Context: an optimization exercise on an open-source flow, tuned for small area and a short achievable clock period. The choices shown serve that exercise and are no tape-out recipe.
At most, simulation tests tie the RTL to the original design; equivalence was not proved.
Power and IR drop assume default switching activity.

==> inputs of xenon <==
## lane_guard
module lane_guard (
    input             clk,
    input             rst,
    /*verilator lint_off UNUSEDSIGNAL*/
    input      [23:0] lg_map,
    /*verilator lint_on UNUSEDSIGNAL*/
    input             wr_valid,
    input      [39:0] wr_data,
    input      [1:0]  wr_rank_state,
    input      [2:0]  wr_erased_lane,
    input             wr_zero_policy,
    output reg        dw_valid,
    output reg [47:0] dw_data,
    input             rd_valid,
    input      [47:0] rd_data,
    input      [1:0]  rd_rank_state,
    input      [2:0]  rd_erased_lane,
    input             rd_check_en,
    input             rd_hct_loaded,
    output reg        hr_valid,
    output reg        hr_first,
    output reg [39:0] hr_data,
    output reg [1:0]  hr_event,
    output reg [3:0]  hr_kind,
    output reg [2:0]  hr_lane,
    output reg        hr_rfail,
    output reg [15:0] hr_beats,
    output reg [7:0]  hr_bits
);
clock: 14.0 ns
lec_check: 0
cap_margin: 40
core_margin: 2
core_utilization: 25
place_density: 0.35
slew_margin: 40
run.sh (not shown) runs the stock make flow with config.mk's settings and CLKGATE_MAP_FILE= SYNTH_SCRIPT=/design/flow/synth_recipe.tcl, a recipe that flattens the netlist after the stock synthesis.
==> raven (differences from xenon) <==
--- a/flow/design.v
+++ b/flow/design.v
@@ -117,93 +117,112 @@
             b_check <= rd_check_en;
             b_hct   <= rd_hct_loaded;
         end
     end
     reg [39:0] q_h [0:15];
     reg [7:0]  q_s [0:15];
     reg [15:0] q_v;
-    reg [15:0] q_en;          
-    reg [16:0] blk;           
+    reg        pol;
+    reg [15:1] ld;            
+    reg [15:1] ld_n;          
     wire       complete;      
     reg        dlv;           
     reg [3:0]  dcnt;
     wire       go = complete || dlv;    
+    reg [15:0] v_nx;
+    reg        go_nx;
+    reg [16:1] full_nx;       
+    reg [15:1] ld_nx;
     always @(*) begin
-        blk[16] = !go;
-        for (i = 15; i >= 0; i = i - 1)
-            blk[i] = q_v[i] && blk[i+1];
-        q_en[0] = take;
+        v_nx[0] = take || (q_v[0] && !ld[1]);
+        for (i = 1; i < 15; i = i + 1)
+            v_nx[i] = ld[i] || (q_v[i] && !ld[i+1]);
+        v_nx[15] = ld[15] || (q_v[15] && !go);
+        go_nx = (take && in_cnt == 4'd15) || (complete || (dlv && dcnt != 4'd15));
+        full_nx[16] = 1'b1;
+        for (i = 15; i >= 1; i = i - 1)
+            full_nx[i] = v_nx[i] && full_nx[i+1];
         for (i = 1; i < 16; i = i + 1)
-            q_en[i] = q_v[i-1] && !blk[i];
+            ld_nx[i] = v_nx[i-1] && (go_nx || !full_nx[i]);
     end
     always @(posedge clk) begin
         if (rst) begin
-            q_v <= 16'd0;
+            q_v  <= 16'd0;
+            pol  <= 1'b0;
+            ld   <= 15'd0;
+            ld_n <= {15{1'b1}};
         end else begin
-            for (i = 0; i < 15; i = i + 1)
-                q_v[i] <= q_en[i] || (q_v[i] && !q_en[i+1]);
-            q_v[15] <= q_en[15] || (q_v[15] && !go);
+            q_v  <= v_nx;
+            pol  <= !pol;
+            ld   <= ld_nx;
+            ld_n <= ~ld_nx;
         end
     end
+    wire [39:0] in_h = rd_host ^ {40{pol}};
+    wire [7:0]  in_s = rd_syn ^ {8{pol}};
     always @(posedge clk) begin
-        if (q_en[0]) begin
-            q_h[0] <= rd_host;
-            q_s[0] <= rd_syn;
+        q_h[0] <= ~(take ? in_h : q_h[0]);
+        q_s[0] <= ~(take ? in_s : q_s[0]);
+        for (i = 1; i < 16; i = i + 1) begin
+            q_h[i] <= ~((q_h[i-1] | {40{ld_n[i]}}) & (q_h[i] | {40{ld[i]}}));
+            q_s[i] <= ~((q_s[i-1] | {8{ld_n[i]}})  & (q_s[i] | {8{ld[i]}}));
         end
-        for (i = 1; i < 16; i = i + 1)
-            if (q_en[i]) begin
-                q_h[i] <= q_h[i-1];
-                q_s[i] <= q_s[i-1];
-            end
     end
+    wire [39:0] h0  = q_h[0] ^ {40{pol}};
+    wire [7:0]  s0  = q_s[0] ^ {8{pol}};
     reg [7:0] cw;             
     reg [7:0] sw [0:4];       
     reg [5:0] ok;             
-    reg [5:0] acc;
-    reg [5:0] pass;
+    reg [6:0] acc;            
+    reg [6:0] pass;
+    reg [15:0] sb_acc;        
+    reg [7:0]  bits_acc;      
+    reg [15:0] s_beats;
+    reg [7:0]  s_bits;
+    reg        nz0;
     always @(*) begin
         cw = 8'h00;
         for (n = 3; n >= 0; n = n - 1)
-            cw = gf_mul_a(cw ^ q_h[0][8*n +: 8]);
-        cw = cw ^ q_h[0][39:32];
-        sw[4] = q_s[0];
-        sw[0] = gf_mul_a(q_s[0]);
+            cw = gf_mul_a(cw ^ h0[8*n +: 8]);
+        cw = cw ^ h0[39:32];
+        sw[4] = s0;
+        sw[0] = gf_mul_a(s0);
         sw[1] = gf_mul_a(sw[0]);
         sw[2] = gf_mul_a(sw[1]);
         sw[3] = gf_mul_a(sw[2]);
         for (n = 0; n < 5; n = n + 1)
             ok[n] = (cw == sw[n]);
         ok[5] = (cw == 8'h00);
-        pass = (first0 ? 6'h3F : acc) & ok;
+        pass[5:0] = (first0 ? 6'h3F : acc[5:0]) & ok;
+        nz0       = |s0;
+        pass[6]   = (first0 ? 1'b0 : acc[6]) | nz0;
+        s_beats   = {nz0, sb_acc[15:1]};
+        s_bits    = (first0 ? 8'd0 : bits_acc) | s0;
     end
     always @(posedge clk)
-        if (new0)
-            acc <= pass;
+        if (new0) begin
+            acc      <= pass;
+            sb_acc   <= s_beats;
+            bits_acc <= s_bits;
+        end
     assign complete = new0 && last0;
-    reg [15:0] s_beats;
-    reg [7:0]  s_bits;
     reg        s_nz;
     reg        raw_pass;
     reg [4:0]  tp;
     reg        c_raw;
     reg [4:0]  one_t;
     reg        only_raw, no_cand;
     reg        eh_none, e_pass;
     reg [4:0]  pick;
     reg [1:0]  d_event;
     reg [3:0]  d_kind;
     reg [2:0]  d_lane;
     reg        d_rfail;
     always @(*) begin
-        s_bits = 8'd0;
-        for (i = 0; i < 16; i = i + 1) begin
-            s_beats[i] = |q_s[15-i];
-            s_bits     = s_bits | q_s[i];
-        end
-        s_nz     = |s_bits;
+        s_nz     = pass[6];
         raw_pass = pass[5];
         tp       = pass[4:0];
         c_raw    = s_nz && raw_pass;
         for (n = 0; n < 5; n = n + 1)
             one_t[n] = tp[n] && !c_raw && ((tp & ~(5'd1 << n)) == 5'd0);
         only_raw = c_raw && (tp == 5'd0);
         no_cand  = !c_raw && (tp == 5'd0);
@@ -264,15 +283,15 @@
         end
     end
     reg  [4:0] pick_q;
     wire [4:0] pick_now = complete ? pick : pick_q;
     reg [39:0] fix;
     always @(*)
         for (n = 0; n < 5; n = n + 1)
-            fix[8*n +: 8] = q_s[15] & {8{pick_now[n]}};
+            fix[8*n +: 8] = pick_now[n] ? q_s[15] : {8{pol}};
     always @(posedge clk) begin
         if (rst) begin
             dlv      <= 1'b0;
             dcnt     <= 4'd0;
             hr_valid <= 1'b0;
             hr_first <= 1'b0;
         end else begin
==> flow/flow/run.sh (new file) <==
#!/bin/bash
# Standard layout with plain buffers on the ports (instead of the default
# delay buffers) and timing repair aimed well below the clock period.
set -euo pipefail
export BUFFER_PORTS_ARGS="-buffer_cell sky130_fd_sc_hd__buf_2"
export SETUP_SLACK_MARGIN=10
bash standard.sh > standard.log 2>&1
==> flow/standard.sh (new file) <==
#!/bin/bash
# synth_recipe.tcl (not shown) runs the flow's synth.tcl, then flattens the netlist and writes it again
# the make line also repeats each setting of config.mk as NAME=value (left out here)
make -C /OpenROAD-flow-scripts/flow DESIGN_CONFIG=/design/flow/config.mk WORK_HOME=/design/flow/orfs CLKGATE_MAP_FILE= SYNTH_SCRIPT=/design/flow/synth_recipe.tcl "${@:-finish}"
Settings changed: CAP_MARGIN 40 to 20, CORE_UTILIZATION 25 to 45, CTS_BUF_LIST from default to sky130_fd_sc_hd__clkbuf_4 sky130_fd_sc_hd__clkbuf_8, CTS_CLUSTER_SIZE from default to 30, PLACE_DENSITY 0.35 to 0.6, SLEW_MARGIN 40 to 20.
removed: flow/run.sh
==> results.json <==
{
  "status": "no timing/DRC/antenna violations",
  "reg2reg_from": "q_s[0][5]$_DFFE_PP_",
  "clock_sinks": 976,
  "grt_use_met1_pct": 17.54,
  "grt_pass1_wl_um": 146300,
  "wl_per_cell_um": 22.34,
  "synth_cells": 2190,
  "crit_family": "buffers and inverters",
  "finish.instance_area_um2": 44350,
  "clock_area_share_pct": 8.169
}
[end of results for xenon]
==> results.json <==
{
  "clock_sinks": 1031,
  "grt_use_met1_pct": 31.30,
  "wl_per_cell_um": 22.05,
  "grt_pass1_wl_um": 153000,
  "clock_area_share_pct": 8.564,
  "status": "no timing/DRC/antenna violations",
  "reg2reg_from": "q_h[0][22]$_DFF_P_",
  "crit_family": "simple AND/OR/NAND/NOR gates"
}
[end of results for raven]
No functional check of the RTL was part of raven.


==> sierra <==
==> flow/design.v <==
module lane_guard (
    input             clk,
    input             rst,
    /*verilator lint_off UNUSEDSIGNAL*/
    input      [23:0] lg_map,
    /*verilator lint_on UNUSEDSIGNAL*/
    input             wr_valid,
    input      [39:0] wr_data,
    input      [1:0]  wr_rank_state,
    input      [2:0]  wr_erased_lane,
    input             wr_zero_policy,
    output reg        dw_valid,
    output reg [47:0] dw_data,
    input             rd_valid,
    input      [47:0] rd_data,
    input      [1:0]  rd_rank_state,
    input      [2:0]  rd_erased_lane,
    input             rd_check_en,
    input             rd_hct_loaded,
    output reg        hr_valid,
    output reg        hr_first,
    output reg [39:0] hr_data,
    output reg [1:0]  hr_event,
    output reg [3:0]  hr_kind,
    output reg [2:0]  hr_lane,
    output reg        hr_rfail,
    output reg [15:0] hr_beats,
    output reg [7:0]  hr_bits
);
    localparam ST_PROTECTED = 2'd0;
    localparam ST_ERASED    = 2'd1;
    localparam ST_PL_FAULT  = 2'd2;
    localparam EV_NONE  = 2'd0;
    localparam EV_FS16  = 2'd1;
    localparam EV_FS17  = 2'd2;
    integer d, n, i;
    reg [17:0] map_q;
    reg [35:0] sel;
    always @(posedge clk)
        for (n = 0; n < 6; n = n + 1)
            map_q[3*n +: 3] <= lg_map[4*n +: 3];
    always @(*)
        for (d = 0; d < 6; d = d + 1)
            for (n = 0; n < 6; n = n + 1)
                sel[6*d+n] = (map_q[3*n +: 3] == d);
    reg [2:0] lane_of [0:5];
    always @(*)
        for (n = 0; n < 6; n = n + 1)
            lane_of[n] = map_q[3*n +: 3];
    function [7:0] gf_mul_a;
        input [7:0] x;
        begin
            gf_mul_a = {x[6:0], 1'b0} ^ (x[7] ? 8'h1D : 8'h00);
        end
    endfunction
    reg [47:0] wr_dram;
    reg [7:0]  wr_par;
    reg [7:0]  wr_lane;
    reg        wr_zact;
    always @(*) begin
        wr_par  = wr_data[7:0] ^ wr_data[15:8] ^ wr_data[23:16] ^
                  wr_data[31:24] ^ wr_data[39:32];
        wr_zact = wr_zero_policy && wr_rank_state[0];    
        for (d = 0; d < 6; d = d + 1) begin
            wr_lane = 8'd0;
            for (n = 0; n < 5; n = n + 1)
                wr_lane = wr_lane | (wr_data[8*n +: 8] & {8{sel[6*d+n]}});
            if (wr_zact && wr_erased_lane == d)
                wr_lane = 8'd0;
            wr_dram[8*d +: 8] = wr_lane | (wr_par & {8{sel[6*d+5]}});
        end
    end
    always @(posedge clk) begin
        dw_valid <= wr_valid && !rst;
        dw_data  <= wr_dram;
    end
    reg [39:0] rd_host;
    reg [7:0]  rd_syn;
    reg [4:0]  rd_eh;         
    always @(*) begin
        rd_syn = 8'd0;
        for (d = 0; d < 6; d = d + 1)
            rd_syn = rd_syn ^ rd_data[8*d +: 8];
        for (n = 0; n < 5; n = n + 1) begin
            rd_host[8*n +: 8] = 8'd0;
            rd_eh[n] = 1'b0;
            for (d = 0; d < 6; d = d + 1) begin
                rd_host[8*n +: 8] = rd_host[8*n +: 8] |
                                    (rd_data[8*d +: 8] & {8{sel[6*d+n]}});
                if (rd_erased_lane == d && sel[6*d+n])
                    rd_eh[n] = 1'b1;
            end
        end
    end
    wire       take = rd_valid && !rst;
    reg  [3:0] in_cnt;        
    reg  [1:0] b_state;       
    reg  [4:0] b_eh;
    reg        b_check;
    reg        b_hct;
    reg        new0;          
    reg        first0;        
    reg        last0;         
    reg  [3:0] idx0;          
    always @(posedge clk) begin
        if (rst) begin
            in_cnt <= 4'd0;
            new0   <= 1'b0;
        end else begin
            new0 <= rd_valid;
            if (rd_valid)
                in_cnt <= in_cnt + 4'd1;
        end
        first0 <= (in_cnt == 4'd0);
        idx0   <= in_cnt;
        last0  <= (in_cnt == 4'd15);
        if (take && in_cnt == 4'd0) begin
            b_state <= rd_rank_state;
            b_eh    <= rd_eh;
            b_check <= rd_check_en;
            b_hct   <= rd_hct_loaded;
        end
    end
    reg [39:0] q_h [0:15];
    reg [7:0]  q_s [0:15];
    reg [15:0] q_v;
    reg        pol;
    reg [15:1] ld;            
    reg [15:1] ld_n;          
    wire       complete;      
    reg        dlv;           
    reg [3:0]  dcnt;
    wire       go = complete || dlv;    
    reg [15:0] v_nx;
    reg        go_nx;
    reg [16:1] full_nx;       
    reg [15:1] ld_nx;
    always @(*) begin
        v_nx[0] = rd_valid;
        for (i = 1; i < 15; i = i + 1)
            v_nx[i] = ld[i] || (q_v[i] && !ld[i+1]);
        v_nx[15] = ld[15] || (q_v[15] && !go);
        go_nx = (rd_valid && in_cnt == 4'd15) || (complete || (dlv && dcnt != 4'd15));
        full_nx[16] = 1'b1;
        for (i = 15; i >= 1; i = i - 1)
            full_nx[i] = v_nx[i] && full_nx[i+1];
        for (i = 1; i < 16; i = i + 1)
            ld_nx[i] = v_nx[i-1] && (go_nx || !full_nx[i]);
    end
    always @(posedge clk) begin
        if (rst) begin
            q_v  <= 16'd0;
            pol  <= 1'b0;
            ld   <= 15'd0;
            ld_n <= {15{1'b1}};
        end else begin
            q_v  <= v_nx;
            pol  <= !pol;
            ld   <= ld_nx;
            ld_n <= ~ld_nx;
        end
    end
    wire [39:0] h0p = q_h[0] ^ {40{pol}};
    wire [7:0]  s0p = q_s[0] ^ {8{pol}};
    always @(posedge clk) begin
        q_h[0] <= rd_host;
        q_s[0] <= rd_syn;
        q_h[1] <= ~((h0p | {40{ld_n[1]}}) & (q_h[1] | {40{ld[1]}}));
        q_s[1] <= ~((s0p | {8{ld_n[1]}})  & (q_s[1] | {8{ld[1]}}));
        for (i = 2; i < 16; i = i + 1) begin
            q_h[i] <= ~((q_h[i-1] | {40{ld_n[i]}}) & (q_h[i] | {40{ld[i]}}));
            q_s[i] <= ~((q_s[i-1] | {8{ld_n[i]}})  & (q_s[i] | {8{ld[i]}}));
        end
    end
    reg [7:0] cw;             
    reg [7:0] sw [0:4];       
    reg [5:0] ok;             
    reg [6:0] acc;            
    reg [6:0] pass;
    reg        nz0;
    reg [7:0]  rd_cw;
    reg [7:0]  cw0;           
    wire [7:0] s0 = q_s[0];   
    always @(*) begin
        rd_cw = 8'h00;
        for (n = 3; n >= 0; n = n - 1)
            rd_cw = gf_mul_a(rd_cw ^ rd_host[8*n +: 8]);
        rd_cw = rd_cw ^ rd_host[39:32];
    end
    always @(posedge clk)
        cw0 <= rd_cw;
    always @(*) begin
        cw = cw0;
        sw[4] = s0;
        sw[0] = gf_mul_a(s0);
        sw[1] = gf_mul_a(sw[0]);
        sw[2] = gf_mul_a(sw[1]);
        sw[3] = gf_mul_a(sw[2]);
        for (n = 0; n < 5; n = n + 1)
            ok[n] = (cw == sw[n]);
        ok[5] = (cw == 8'h00);
        pass[5:0] = (first0 ? 6'h3F : acc[5:0]) & ok;
        nz0       = |s0;
        pass[6]   = (first0 ? 1'b0 : acc[6]) | nz0;
    end
    always @(posedge clk)
        if (new0)
            acc <= pass;
    wire restart = new0 && first0;
    always @(posedge clk) begin
        for (i = 0; i < 16; i = i + 1)
            hr_beats[i] <= (hr_beats[i] && !restart) || (new0 && idx0 == i && nz0);
        hr_bits <= (hr_bits & ~{8{restart}}) | (s0 & {8{new0}});
    end
    assign complete = new0 && last0;
    reg        s_nz;
    reg        raw_pass;
    reg [4:0]  tp;
    reg        c_raw;
    reg [4:0]  one_t;
    reg        only_raw, no_cand;
    reg        eh_none, e_pass;
    reg [4:0]  pick;
    reg [1:0]  d_event;
    reg [3:0]  d_kind;
    reg [2:0]  d_lane;
    reg        d_rfail;
    always @(*) begin
        s_nz     = pass[6];
        raw_pass = pass[5];
        tp       = pass[4:0];
        c_raw    = s_nz && raw_pass;
        for (n = 0; n < 5; n = n + 1)
            one_t[n] = tp[n] && !c_raw && ((tp & ~(5'd1 << n)) == 5'd0);
        only_raw = c_raw && (tp == 5'd0);
        no_cand  = !c_raw && (tp == 5'd0);
        eh_none  = (b_eh == 5'd0);
        e_pass   = eh_none ? raw_pass : |(tp & b_eh);
        pick    = 5'd0;
        d_event = EV_NONE;
        d_kind  = 4'd0;
        d_lane  = 3'd7;
        d_rfail = 1'b0;
        if (b_state == ST_ERASED)
            pick = b_eh;
        if (b_check) begin
            case (b_state)
                ST_PROTECTED: begin
                    if (!s_nz) begin
                        if (b_hct && !raw_pass) begin
                            d_event = EV_FS17;
                            d_kind  = 4'd7;
                        end
                    end else if (!b_hct) begin
                        d_event = EV_FS17;
                        d_kind  = 4'd4;
                    end else if (one_t != 5'd0) begin
                        pick    = one_t;
                        d_event = EV_FS16;
                        d_kind  = 4'd0;
                        d_lane  = 3'd0;
                        for (n = 0; n < 5; n = n + 1)
                            if (one_t[n]) d_lane = d_lane | lane_of[n];
                    end else if (only_raw) begin
                        d_event = EV_FS16;
                        d_kind  = 4'd1;
                        d_lane  = lane_of[5];
                    end else if (no_cand) begin
                        d_event = EV_FS17;
                        d_kind  = 4'd2;
                    end else begin
                        d_event = EV_FS17;
                        d_kind  = 4'd3;
                    end
                end
                ST_ERASED: begin
                    if (b_hct && !e_pass) begin
                        d_event = EV_FS17;
                        d_kind  = 4'd5;
                        d_rfail = 1'b1;
                    end
                end
                default: begin  
                    if (b_hct && !raw_pass) begin
                        d_event = EV_FS17;
                        d_kind  = 4'd6;
                        d_rfail = (b_state == ST_PL_FAULT);
                    end
                end
            endcase
        end
    end
    reg  [4:0] pick_q;
    wire [4:0] pick_now = complete ? pick : pick_q;
    reg [39:0] fix;
    always @(*)
        for (n = 0; n < 5; n = n + 1)
            fix[8*n +: 8] = pick_now[n] ? q_s[15] : {8{pol}};
    always @(posedge clk) begin
        if (rst) begin
            dlv      <= 1'b0;
            dcnt     <= 4'd0;
            hr_valid <= 1'b0;
            hr_first <= 1'b0;
        end else begin
            hr_valid <= go;
            hr_first <= complete;
            if (complete) begin
                dlv  <= 1'b1;
                dcnt <= 4'd1;
            end else if (dlv) begin
                dcnt <= dcnt + 4'd1;
                if (dcnt == 4'd15)
                    dlv <= 1'b0;
            end
        end
        if (complete)
            pick_q <= pick;
        hr_data  <= q_h[15] ^ fix;
        hr_event <= d_event;
        hr_kind  <= d_kind;
        hr_lane  <= d_lane;
        hr_rfail <= d_rfail;
    end
endmodule
==> flow/flow/run.sh <==
#!/bin/bash
# Standard layout with: plain buffers on the ports (instead of the default
# delay buffers), a shallower clock tree of large clusters, and timing repair
# aimed well below the clock period.
set -euo pipefail
export BUFFER_PORTS_ARGS="-buffer_cell sky130_fd_sc_hd__buf_2"
export SETUP_SLACK_MARGIN=10
export CTS_ARGS="-sink_clustering_enable -repair_clock_nets -root_buf sky130_fd_sc_hd__clkbuf_16 -sink_clustering_size 30 -sink_clustering_max_diameter 90 -buf_list sky130_fd_sc_hd__clkbuf_16"
bash standard.sh > standard.log 2>&1
==> flow/standard.sh <==
#!/bin/bash
# synth_recipe.tcl (not shown) runs the flow's synth.tcl, then flattens the netlist and writes it again
# the make line also repeats each setting of config.mk as NAME=value (left out here)
make -C /OpenROAD-flow-scripts/flow DESIGN_CONFIG=/design/flow/config.mk WORK_HOME=/design/flow/orfs CLKGATE_MAP_FILE= SYNTH_SCRIPT=/design/flow/synth_recipe.tcl "${@:-finish}"
==> flow/config.mk <==
export PLATFORM = sky130hd
export DESIGN_NAME = lane_guard
export DESIGN_NICKNAME = lane_guard
export VERILOG_FILES = /design/flow/design.v
export SDC_FILE = /design/flow/constraint.sdc
export NUM_CORES = 4
export LEC_CHECK = 0
export CAP_MARGIN = 20
export CORE_MARGIN = 2
export CORE_UTILIZATION = 45
export PLACE_DENSITY = 0.6
export SLEW_MARGIN = 20
==> flow/constraint.sdc <==
create_clock -name core_clock -period 14.0 [get_ports {clk}]
set_input_delay 2.8000 -clock core_clock [delete_from_list [all_inputs] [get_ports {clk}]]
set_output_delay 2.8000 -clock core_clock [all_outputs]
set_load 0.01 [all_outputs]
==> juniper: changes against sierra <==
--- a/flow/design.v
+++ b/flow/design.v
@@ -134,3 +134,4 @@
     reg [15:0] v_nx;
-    reg        go_nx;
+    reg        go_rest;       
+    reg        cnt15;         
     reg [16:1] full_nx;       
@@ -142,3 +143,4 @@
         v_nx[15] = ld[15] || (q_v[15] && !go);
-        go_nx = (rd_valid && in_cnt == 4'd15) || (complete || (dlv && dcnt != 4'd15));
+        go_rest  = complete || (dlv && dcnt != 4'd15);
+        cnt15    = (in_cnt == 4'd15);
         full_nx[16] = 1'b1;
@@ -146,4 +148,6 @@
             full_nx[i] = v_nx[i] && full_nx[i+1];
-        for (i = 1; i < 16; i = i + 1)
-            ld_nx[i] = v_nx[i-1] && (go_nx || !full_nx[i]);
+        ld_nx[1] = rd_valid && (go_rest || !full_nx[1] || cnt15);
+        for (i = 2; i < 16; i = i + 1)
+            ld_nx[i] = (v_nx[i-1] && (go_rest || !full_nx[i])) ||
+                       (rd_valid && v_nx[i-1] && cnt15);
     end
==> flow/flow/run.sh (replaced) <==
#!/bin/bash
# Standard layout with: plain buffers on the ports (instead of the default
# delay buffers), a shallower clock tree of large clusters, and timing repair
# aimed well below the clock period.
set -euo pipefail
export BUFFER_PORTS_ARGS="-buffer_cell sky130_fd_sc_hd__buf_2"
export SETUP_SLACK_MARGIN=10.15
export CTS_ARGS="-sink_clustering_enable -repair_clock_nets -root_buf sky130_fd_sc_hd__clkbuf_16 -sink_clustering_size 25 -sink_clustering_max_diameter 80 -buf_list sky130_fd_sc_hd__clkbuf_16"
bash standard.sh > standard.log 2>&1
- CORE_UTILIZATION: 45 -> 48
- PLACE_DENSITY: 0.6 -> 0.63
==> maple: changes against sierra <==
--- a/flow/design.v
+++ b/flow/design.v
@@ -36,15 +36,14 @@
     integer d, n, i;
-    reg [17:0] map_q;
     reg [35:0] sel;
     always @(posedge clk)
-        for (n = 0; n < 6; n = n + 1)
-            map_q[3*n +: 3] <= lg_map[4*n +: 3];
-    always @(*)
         for (d = 0; d < 6; d = d + 1)
             for (n = 0; n < 6; n = n + 1)
-                sel[6*d+n] = (map_q[3*n +: 3] == d);
+                sel[6*d+n] <= (lg_map[4*n +: 3] == d);
     reg [2:0] lane_of [0:5];
     always @(*)
-        for (n = 0; n < 6; n = n + 1)
-            lane_of[n] = map_q[3*n +: 3];
+        for (n = 0; n < 6; n = n + 1) begin
+            lane_of[n] = 3'd0;
+            for (d = 0; d < 6; d = d + 1)
+                if (sel[6*d+n]) lane_of[n] = lane_of[n] | d[2:0];
+        end
     function [7:0] gf_mul_a;
@@ -103,3 +102,2 @@
     reg        last0;         
-    reg  [3:0] idx0;          
     always @(posedge clk) begin
@@ -114,3 +112,2 @@
         first0 <= (in_cnt == 4'd0);
-        idx0   <= in_cnt;
         last0  <= (in_cnt == 4'd15);
@@ -138,3 +135,3 @@
     always @(*) begin
-        v_nx[0] = rd_valid;
+        v_nx[0] = take || (q_v[0] && !ld[1]);
         for (i = 1; i < 15; i = i + 1)
@@ -142,3 +139,3 @@
         v_nx[15] = ld[15] || (q_v[15] && !go);
-        go_nx = (rd_valid && in_cnt == 4'd15) || (complete || (dlv && dcnt != 4'd15));
+        go_nx = (take && in_cnt == 4'd15) || (complete || (dlv && dcnt != 4'd15));
         full_nx[16] = 1'b1;
@@ -162,10 +159,8 @@
     end
-    wire [39:0] h0p = q_h[0] ^ {40{pol}};
-    wire [7:0]  s0p = q_s[0] ^ {8{pol}};
+    wire [39:0] in_h = rd_host ^ {40{pol}};
+    wire [7:0]  in_s = rd_syn ^ {8{pol}};
     always @(posedge clk) begin
-        q_h[0] <= rd_host;
-        q_s[0] <= rd_syn;
-        q_h[1] <= ~((h0p | {40{ld_n[1]}}) & (q_h[1] | {40{ld[1]}}));
-        q_s[1] <= ~((s0p | {8{ld_n[1]}})  & (q_s[1] | {8{ld[1]}}));
-        for (i = 2; i < 16; i = i + 1) begin
+        q_h[0] <= ~(take ? in_h : q_h[0]);
+        q_s[0] <= ~(take ? in_s : q_s[0]);
+        for (i = 1; i < 16; i = i + 1) begin
             q_h[i] <= ~((q_h[i-1] | {40{ld_n[i]}}) & (q_h[i] | {40{ld[i]}}));
@@ -179,2 +174,6 @@
     reg [6:0] pass;
+    reg [15:0] sb_acc;        
+    reg [7:0]  bits_acc;      
+    reg [15:0] s_beats;
+    reg [7:0]  s_bits;
     reg        nz0;
@@ -182,3 +181,3 @@
     reg [7:0]  cw0;           
-    wire [7:0] s0 = q_s[0];   
+    reg [7:0]  s0;            
     always @(*) begin
@@ -189,4 +188,6 @@
     end
-    always @(posedge clk)
+    always @(posedge clk) begin
         cw0 <= rd_cw;
+        s0  <= rd_syn;
+    end
     always @(*) begin
@@ -204,12 +205,11 @@
         pass[6]   = (first0 ? 1'b0 : acc[6]) | nz0;
+        s_beats   = {nz0, sb_acc[15:1]};
+        s_bits    = (first0 ? 8'd0 : bits_acc) | s0;
     end
     always @(posedge clk)
-        if (new0)
-            acc <= pass;
-    wire restart = new0 && first0;
-    always @(posedge clk) begin
-        for (i = 0; i < 16; i = i + 1)
-            hr_beats[i] <= (hr_beats[i] && !restart) || (new0 && idx0 == i && nz0);
-        hr_bits <= (hr_bits & ~{8{restart}}) | (s0 & {8{new0}});
-    end
+        if (new0) begin
+            acc      <= pass;
+            sb_acc   <= s_beats;
+            bits_acc <= s_bits;
+        end
     assign complete = new0 && last0;
@@ -323,2 +323,4 @@
         hr_rfail <= d_rfail;
+        hr_beats <= s_beats;
+        hr_bits  <= s_bits;
     end
==> flow/flow/run.sh (replaced) <==
#!/bin/bash
# Standard layout with plain buffers on the ports (instead of the default
# delay buffers) and timing repair aimed well below the clock period.
set -euo pipefail
export BUFFER_PORTS_ARGS="-buffer_cell sky130_fd_sc_hd__buf_2"
export SETUP_SLACK_MARGIN=10
bash standard.sh > standard.log 2>&1
- CORE_UTILIZATION: 45 -> 40
- CTS_BUF_LIST: not set -> sky130_fd_sc_hd__clkbuf_4 sky130_fd_sc_hd__clkbuf_8
- CTS_CLUSTER_SIZE: not set -> 30
- PLACE_DENSITY: 0.6 -> 0.55
==> flow_summary_export.csv <==
group,metric,value,unit
timing,fmax,256.0,MHz
run_status,outcome,"no timing/DRC/antenna violations",
floorplanning,dieArea,71780,um^2
floorplanning,n_tap_cell,931,
timing,fin_crit,3.906,ns
grt,grt_max_degree,51,
grt,use_met3,0.05150,
place,hpwl,59250,um
power,swShare,0.2886,
clock_network,cts-buffers-inserted,48,
the above is filed under juniper

==> flow_summary_export.csv <==
group,metric,value,unit
timing,fin_crit,4.285,ns
floorplanning,n_tap_cell,1155,
timing,fmax,233.4,MHz
floorplanning,dieArea,89320,um^2
run_status,outcome,"no timing/DRC/antenna violations",
clock_network,cts-buffers-inserted,161,
power,swShare,0.2859,
the above is filed under maple

==> flow_summary_export.csv <==
group,metric,value,unit
clock_network,cts-buffers-inserted,41,
grt,grt_max_degree,53,
floorplanning,dieArea,76760,um^2
layout,stdcell_count,4121,
timing,fin_crit,4.079,ns
run_status,outcome,"no timing/DRC/antenna violations",
worst_hold_path,hold_path_depth,0,
grt,use_met3,0.03915,
place,hpwl,60190,um
floorplanning,n_tap_cell,969,
power,swShare,0.2932,
the above is filed under sierra

Only the layout flow was run in sierra and maple; the RTL was not checked for function there.

[port drivers added, routing unchanged]
How much do the figures lean on ideal ports? The routed layouts below were timed once more, with nothing changed but the port constraints. Step 1 sets driving cells, clkbuf_16 on the clock port and buf_2 on the other inputs (assumed; they add their load-dependent delay and slew). Step 2 moves the port delays by t, midway between the first and last clock arrival at a register: inputs arrive t later, outputs are due t later. That takes back most of the time a late clock gives input paths. a / b / c = ideal ports / drivers / drivers and shift; a / b = the first two.
| run | t (ns) | slack for setup (ns) | worst hold slack (ns) | latest minus earliest clock arrival (ns) | worst slew at a driven data input, ns |
|---|---|---|---|---|---|
| xenon | 0.768 | 9.464 / 9.392 / 8.954 | 0.393 / 0.393 / 0.393 | 0.055 / 0.055 | 0.12 |
| raven | 0.857 | 9.928 / 9.881 / 9.064 | 0.342 / 0.342 / 0.342 | 0.046 / 0.046 | 0.10 |
| sierra | 0.666 | 9.921 / 9.926 / 9.260 | 0.409 / 0.409 / 0.409 | 0.027 / 0.028 | 0.11 |
| juniper | 0.667 | 10.094 / 10.052 / 9.463 | 0.409 / 0.409 / 0.409 | 0.031 / 0.031 | 0.12 |
| maple | 0.857 | 9.715 / 9.726 / 8.869 | 0.342 / 0.342 / 0.342 | 0.041 / 0.040 | 0.10 |
After both steps setup and hold are still met in every run listed. For raven, which loses most, drivers alone change the setup slack by -0.047 ns; drivers and shift together by -0.864 ns.
